Background: an optimization exercise with open tools, aiming at small area, a short achievable clock period and few clock cycles per item. Do not read the settings as production practice.
RTL that was checked went through simulation tests only; none was proved equivalent to the original.

Setup of oak:
Design loop_frame, start of the top module:
module loop_frame (
    input  wire        clk,
    input  wire        rst,
    input  wire        cmd_valid,
    output wire        cmd_ready,
    input  wire [1:0]  cmd_op,
    input  wire [5:0]  cmd_addr,
    input  wire [31:0] cmd_data,
    input  wire [31:0] in_y,
    input  wire [31:0] in_r,
    input  wire [31:0] in_x1,
    input  wire [31:0] in_x2,
    input  wire [31:0] in_x3,
    output reg         out_valid,
    output reg  [31:0] out_value,
    output reg  [1:0]  out_lim,
    output reg  [11:0] out_flags
);
For scale: about 32000 cells after synthesis, roughly 2700 flip-flops, about 0.26 mm^2 of cells after synthesis.
clock: 32.0 ns
lec_check: 0
abc_area: 1
cap_margin: 20
core_margin: 2
core_utilization: 40
slew_margin: 20
tns_end_percent: 0
standard.sh (not shown) runs the stock make flow with config.mk's settings and CLKGATE_MAP_FILE= SYNTH_SCRIPT=/design/flow/synth_recipe.tcl, a recipe that flattens the netlist after the stock synthesis.
==> flow/flow/run.sh <==
#!/bin/bash
# Layout flow: the standard ORFS flow (standard.sh), with repair_timing aimed
# at a setup slack margin so that the critical paths are sized for a short period.
# The clock period and all constraints stay the design's. Each make/tool output
# goes to its own log in this folder (ORFS also keeps its per-step logs under orfs/logs).
set -euo pipefail
MARGIN=24
bash standard.sh SYNTH_ARGS=-noabc SETUP_SLACK_MARGIN=$MARGIN synth > flow_synth.log 2>&1
bash standard.sh SETUP_SLACK_MARGIN=$MARGIN floorplan > flow_floorplan.log 2>&1
bash standard.sh SETUP_SLACK_MARGIN=$MARGIN place > flow_place.log 2>&1
bash standard.sh SETUP_SLACK_MARGIN=$MARGIN cts > flow_cts.log 2>&1
bash standard.sh SETUP_SLACK_MARGIN=$MARGIN route > flow_route.log 2>&1
bash standard.sh SETUP_SLACK_MARGIN=$MARGIN finish > flow_finish.log 2>&1
Input changes introduced in pine (baseline for comparison: oak):
diff --git a/flow/design.v b/flow/design.v
--- a/flow/design.v
+++ b/flow/design.v
@@ -72,17 +72,17 @@
     reg  [5:0] sl;
     wire [5:0] sl_n = {sl[4:0], sl[5]};
     reg        init;
     reg        rdy;
     reg        cv_q, acc_q, rst_q;
     reg  [1:0] op_q;
     reg  [5:0] ad_q;
     assign cmd_ready = rdy;
-    wire acc_cmd   = rdy & ~rst;
+    wire acc_cmd   = rdy;
     wire acc_frame = acc_cmd & (op_q != 2'd3);
     wire acc_wr    = acc_cmd & (op_q == 2'd3);
     reg       vA, vB, vC;
     reg [1:0] opA, opB, opC;
     wire nA = vA & (opA == 2'd0), pA = vA & (opA == 2'd1), wA = nA | pA;
     wire nB = vB & (opB == 2'd0), pB = vB & (opB == 2'd1), wB = nB | pB;
     wire nC = vC & (opC == 2'd0), pC = vC & (opC == 2'd1), wC = nC | pC;
     wire vA_n = sl[0] ? acc_frame : vA;
@@ -178,17 +178,17 @@
         ring0 <= {wr_r0 ? cmd_data : (init ? def0 : c0), ring0[191:32]};
         ring1 <= {wr_r1 ? cmd_data : (init ? def1 : c1), ring1[191:32]};
         ring2 <= {wr_r2 ? cmd_data : (init ? def2 : c2), ring2[191:32]};
         ring4 <= {wr_r4 ? cmd_data : (init ? 32'd0 : c4), ring4[191:32]};
     end
     reg [31:0] p_dr, p_bias, p_k1, p_k2, p_k3, p_omin, p_omax, p_du, p_ostart;
     reg        p_rev;
     always @(posedge clk) begin
-        if (rst) begin
+        if (rst_q) begin
             p_dr     <= SMAX;
             p_bias   <= 32'd0;
             p_k1     <= 32'd0;
             p_k2     <= 32'd0;
             p_k3     <= 32'd0;
             p_omin   <= SMIN;
             p_omax   <= SMAX;
             p_du     <= SMAX;
@@ -328,19 +328,20 @@
     reg         ovo_q;
     always @(posedge clk) begin
         if (sl[5]) begin
             o_q   <= o_val;
             wrt_q <= w_rt;
             ovo_q <= v_gt_mx | v_lt_bm;
         end
     end
-    wire [32:0] w_m      = ($signed(wrt_q) > $signed(sx33(p_omax))) ? sx33(p_omax) : wrt_q;
-    wire [32:0] w_fin    = ($signed(w_m) < $signed(sx33(bmin_q))) ? sx33(bmin_q) : w_m;
-    wire        f_clamp  = ovo_q | (w_fin != wrt_q);
+    wire        w_gt_mx  = $signed(wrt_q) > $signed(sx33(p_omax));
+    wire        w_lt_bm  = $signed(wrt_q) < $signed(sx33(bmin_q));
+    wire [31:0] w_fin    = w_gt_mx ? p_omax : (w_lt_bm ? bmin_q : wrt_q[31:0]);
+    wire        f_clamp  = ovo_q | w_gt_mx | w_lt_bm;
     wire        f_rate   = (wrt_q != sx33(o_q));
     wire lreset = acc_wr & (ad_q == 6'd62);
     always @(posedge clk) begin
         if (sl[0]) begin
             r_q  <= in_r;
             y_q  <= in_y;
             x1_q <= in_x1;
             x2_q <= in_x2;
@@ -396,17 +397,17 @@
                 xq0 <= b2_q;                     
                 xq1 <= pB ? u_q : b0_q;          
                 xq2 <= sx33(pB ? u_q : b1_q);    
                 xq4 <= pB ? u_q : b2_q;          
             end
         endcase
     end
     always @(posedge clk) begin
-        if (rst) begin
+        if (rst_q) begin
             st_rs <= 32'd0; st_eprev <= 32'd0; st_i <= 32'd0; st_fz <= 1'b0;
             s1_0 <= 32'd0; s1_1 <= 32'd0; s1_2 <= 32'd0; s1_3 <= 32'd0;
             s2_0 <= 32'd0; s2_1 <= 32'd0; s2_2 <= 32'd0; s2_3 <= 32'd0;
             out_value <= 32'd0; out_lim <= 2'd0;
         end else if (lreset) begin
             st_rs <= cmd_data; st_eprev <= 32'd0; st_i <= 32'd0;
             s1_0 <= 32'd0; s1_1 <= 32'd0; s1_2 <= 32'd0; s1_3 <= 32'd0;
             s2_0 <= 32'd0; s2_1 <= 32'd0; s2_2 <= 32'd0; s2_3 <= 32'd0;
@@ -425,17 +426,17 @@
             if (sl[3] & wB) s2_1 <= r4;
             if (sl[3] & pB) s1_2 <= r0;
             if (sl[0] & nB) s1_2 <= r0;
             if (sl[1] & wC) s2_2 <= r2;
             if (sl[4] & pB) s1_3 <= r2;
             if (sl[5] & nB) s1_3 <= r4;
             if (sl[1] & wC) s2_3 <= r4;
             if (sl[5] & wB) out_lim <= lim_new;
-            if (sl[0] & wB) out_value <= w_fin[31:0];
+            if (sl[0] & wB) out_value <= w_fin;
         end
     end
     always @(posedge clk) begin
         if (rst) begin
             out_valid <= 1'b0;
             out_flags <= 12'd0;
             flA <= 12'd0;
             flB <= 12'd0;
==> summary.txt <==
Fmax: pine below oak. Of pine and oak, the lower design area belongs to pine. Layout buffering overhead excluding clock cells ended up 0.21 points lower on pine than on oak. NOTE initial antenna violation count oak->pine increased by more than a quarter.
No functional check of the RTL was part of any run of this note.

* * *

Another version of the RTL of loop_frame (not shown whole).
Size: roughly 2,800 flip-flops, roughly 250 I/O pins.
Settings: LEC_CHECK=0, ABC_AREA=1, CAP_MARGIN=20, CORE_MARGIN=2, CORE_UTILIZATION=40, PLACE_DENSITY=0.7, SLEW_MARGIN=30, TNS_END_PERCENT=0; clock period 32.0 ns.
==> flow/flow/run.sh <==
#!/bin/bash
# Layout flow: the standard ORFS flow (standard.sh), with repair_timing aimed
# at a setup slack margin so that the critical paths are sized for a short period.
# The clock period and all constraints stay the design's. Each make/tool output
# goes to its own log in this folder (ORFS also keeps its per-step logs under orfs/logs).
set -euo pipefail
MARGIN=24
bash standard.sh SYNTH_ARGS=-noabc SETUP_SLACK_MARGIN=$MARGIN MATCH_CELL_FOOTPRINT=0 synth > flow_synth.log 2>&1
bash standard.sh SETUP_SLACK_MARGIN=$MARGIN MATCH_CELL_FOOTPRINT=0 floorplan > flow_floorplan.log 2>&1
bash standard.sh SETUP_SLACK_MARGIN=$MARGIN MATCH_CELL_FOOTPRINT=0 place > flow_place.log 2>&1
bash standard.sh SETUP_SLACK_MARGIN=$MARGIN MATCH_CELL_FOOTPRINT=0 cts > flow_cts.log 2>&1
bash standard.sh SETUP_SLACK_MARGIN=$MARGIN MATCH_CELL_FOOTPRINT=0 MAX_REPAIR_ANTENNAS_ITER_DRT=10 route > flow_route.log 2>&1
bash standard.sh SETUP_SLACK_MARGIN=$MARGIN MATCH_CELL_FOOTPRINT=0 finish > flow_finish.log 2>&1
==> next run, changes <==
--- a/flow/design.v
+++ b/flow/design.v
@@ -176,57 +176,55 @@
             if (sl[1]) begin
                 vB  <= vA;
                 opC <= opB;
                 opB <= opA;
                 vA  <= acc_frame;
                 opA <= op_q;
             end
         end
     end
-    reg  [31:0] dt_q;
     always @(posedge clk) begin
         op_q <= cmd_op;
         ad_q <= cmd_addr;
-        dt_q <= cmd_data;
     end
     reg [223:0] ring0, ring1, ring2, ring3;
     wire [31:0] c0 = ring0[31:0], c1 = ring1[31:0], c2 = ring2[31:0], c3 = ring3[31:0];
     wire wr_r0 = acc_wr & rg_v & (rg_u == 2'd0);
     wire wr_r1 = acc_wr & rg_v & (rg_u == 2'd1);
     wire wr_r2 = acc_wr & rg_v & (rg_u == 2'd2);
     wire wr_r3 = acc_wr & rg_v & (rg_u == 2'd3);
     wire [31:0] def0 = (sl[1] | sl[3]) ? ONE : 32'd0;
     wire [31:0] def1 = (sl[2] | sl[3]) ? ONE : 32'd0;
     wire [31:0] def2 = sl[4] ? ONE : 32'd0;
     always @(posedge clk) begin
-        ring0 <= {wr_r0 ? dt_q : (init ? def0 : c0), ring0[223:32]};
-        ring1 <= {wr_r1 ? dt_q : (init ? def1 : c1), ring1[223:32]};
-        ring2 <= {wr_r2 ? dt_q : (init ? def2 : c2), ring2[223:32]};
-        ring3 <= {wr_r3 ? dt_q : (init ? 32'd0 : c3), ring3[223:32]};
+        ring0 <= {wr_r0 ? cmd_data : (init ? def0 : c0), ring0[223:32]};
+        ring1 <= {wr_r1 ? cmd_data : (init ? def1 : c1), ring1[223:32]};
+        ring2 <= {wr_r2 ? cmd_data : (init ? def2 : c2), ring2[223:32]};
+        ring3 <= {wr_r3 ? cmd_data : (init ? 32'd0 : c3), ring3[223:32]};
     end
     reg [31:0] p_dr, p_bias, p_omin, p_omax, p_du;
     reg        p_rev;
     always @(posedge clk) begin
         if (rst_q) begin
             p_dr   <= SMAX;
             p_bias <= 32'd0;
             p_omin <= SMIN;
             p_omax <= SMAX;
             p_du   <= SMAX;
             p_rev  <= 1'b0;
         end else if (acc_wr) begin
             case (ad_q)
-                6'd1:  p_dr   <= dt_q;
-                6'd5:  p_bias <= dt_q;
-                6'd9:  p_omin <= dt_q;
-                6'd10: p_omax <= dt_q;
-                6'd11: p_du   <= dt_q;
-                6'd13: p_rev  <= dt_q[0];
+                6'd1:  p_dr   <= cmd_data;
+                6'd5:  p_bias <= cmd_data;
+                6'd9:  p_omin <= cmd_data;
+                6'd10: p_omax <= cmd_data;
+                6'd11: p_du   <= cmd_data;
+                6'd13: p_rev  <= cmd_data[0];
                 default: ;
             endcase
         end
     end
     reg [31:0] r_q, y_q, x1_q, x2_q, x3_q, t_q;
     reg [31:0] step_q, p_q, gi_q, d_q, f_q, u_q;
     reg [31:0] b0_q, b1_q, b2_q, b3_q;
     reg [64:0] acc0, acc1, acc2, acc3;
     reg [11:0] flA, flB;
@@ -351,19 +349,19 @@
     wire        f_clamp  = ovo_q | w_gt_mx | w_lt_bm;
     wire        f_rate   = (wrt_q != sx33(o_q));
     always @(posedge clk) begin
         if (sl[1]) begin
             r_q  <= in_r;
             y_q  <= in_y;
             x1_q <= in_x1;
             x2_q <= in_x2;
             x3_q <= in_x3;
-            t_q  <= dt_q;
+            t_q  <= cmd_data;
         end
         step_q <= r0;
         p_q    <= r0;
         gi_q   <= r1;
         d_q    <= st_fz ? 32'd0 : r2;
         if (sl[5]) f_q <= r3;
         if (sl[0]) u_q <= u_new;
         if (sl[1]) b0_q <= r0;
         if (sl[2]) b1_q <= r1;
@@ -403,19 +401,19 @@
         acc1 <= z1;
         if (t2) acc2 <= z2;
         acc3 <= z3;
     end
     always @(posedge clk) begin
         if (rst_q) begin
             st_rs <= 32'd0; st_eprev <= 32'd0; st_i <= 32'd0; st_fz <= 1'b0;
             out_value <= 32'd0; out_lim <= 2'd0;
         end else if (lreset) begin
-            st_rs <= dt_q; st_eprev <= 32'd0; st_i <= 32'd0;
+            st_rs <= cmd_data; st_eprev <= 32'd0; st_i <= 32'd0;
             out_value <= c2; out_lim <= 2'd0;
         end else begin
             if (sl[4] & vA) st_rs <= sat33(rs_full);
             if (sl[6] & vA) st_fz <= (opA == 2'd2);
             if (sl[6] & wA) st_eprev <= xq0;
             if (sl[0] & nA) st_i <= i_new;
             if (sl[0] & pA) st_i <= sat34(pi_full);
             if (sl[5] & wB) out_lim <= lim_new;
             if (sl[6] & wB) out_value <= w_fin;
=>
- hold slack loses 0.076 ns
- cell area barely changes
- routed wire length came out lower by a few percent
- clock skew came out higher by 0.033 ns
- die area stays flat
- register-to-register slack gains 0.20 ns
- critical path depth does not change
Testbench counts after the change, summed over its fixed seeds: cycles 11,312, frames 1,600.
Only the layout flow was run in the first run of this note; the RTL was not checked for function there.

[re-timing with driven ports]
In the flow no input, the clock included, has a driving cell. The finished layouts below were timed again as built, in two steps.
Step 1 (the two cells are an assumption about what drives the block):
set clk [get_ports {clk}]
set_driving_cell -lib_cell sky130_fd_sc_hd__clkbuf_16 $clk
set_driving_cell -lib_cell sky130_fd_sc_hd__buf_2 [delete_from_list [all_inputs] $clk]
Step 2 adds t to the input delays and takes it off the output delays; t is the mean of the earliest and latest rising clock arrival at the registers after step 1. Input paths then give back, and output paths get back, about the clock's delay inside the block.
a / b / c = ideal / step 1 / step 2; a / b = the first two.
run	t, ns	slack for setup (ns)	worst hold slack (ns)	worst slew at a driven data input, ns	pins driven straight from the clock port
oak	1.207	23.170 / 23.170 / 22.189	0.293 / 0.293 / 0.293	0.29	1
pine	1.219	23.004 / 23.004 / 22.682	0.266 / 0.266 / 0.266	0.16	1
the first run of note 2	1.143	23.600 / 23.537 / 22.907	0.291 / 0.291 / 0.291	0.20	1
the second run of note 2	1.130	23.800 / 23.741 / 22.810	0.215 / 0.215 / 0.215	0.08	1
After both steps setup and hold are still met in every run listed. For the second run of note 2, which loses most, drivers alone change the setup slack by -0.059 ns; drivers and shift together by -0.990 ns.
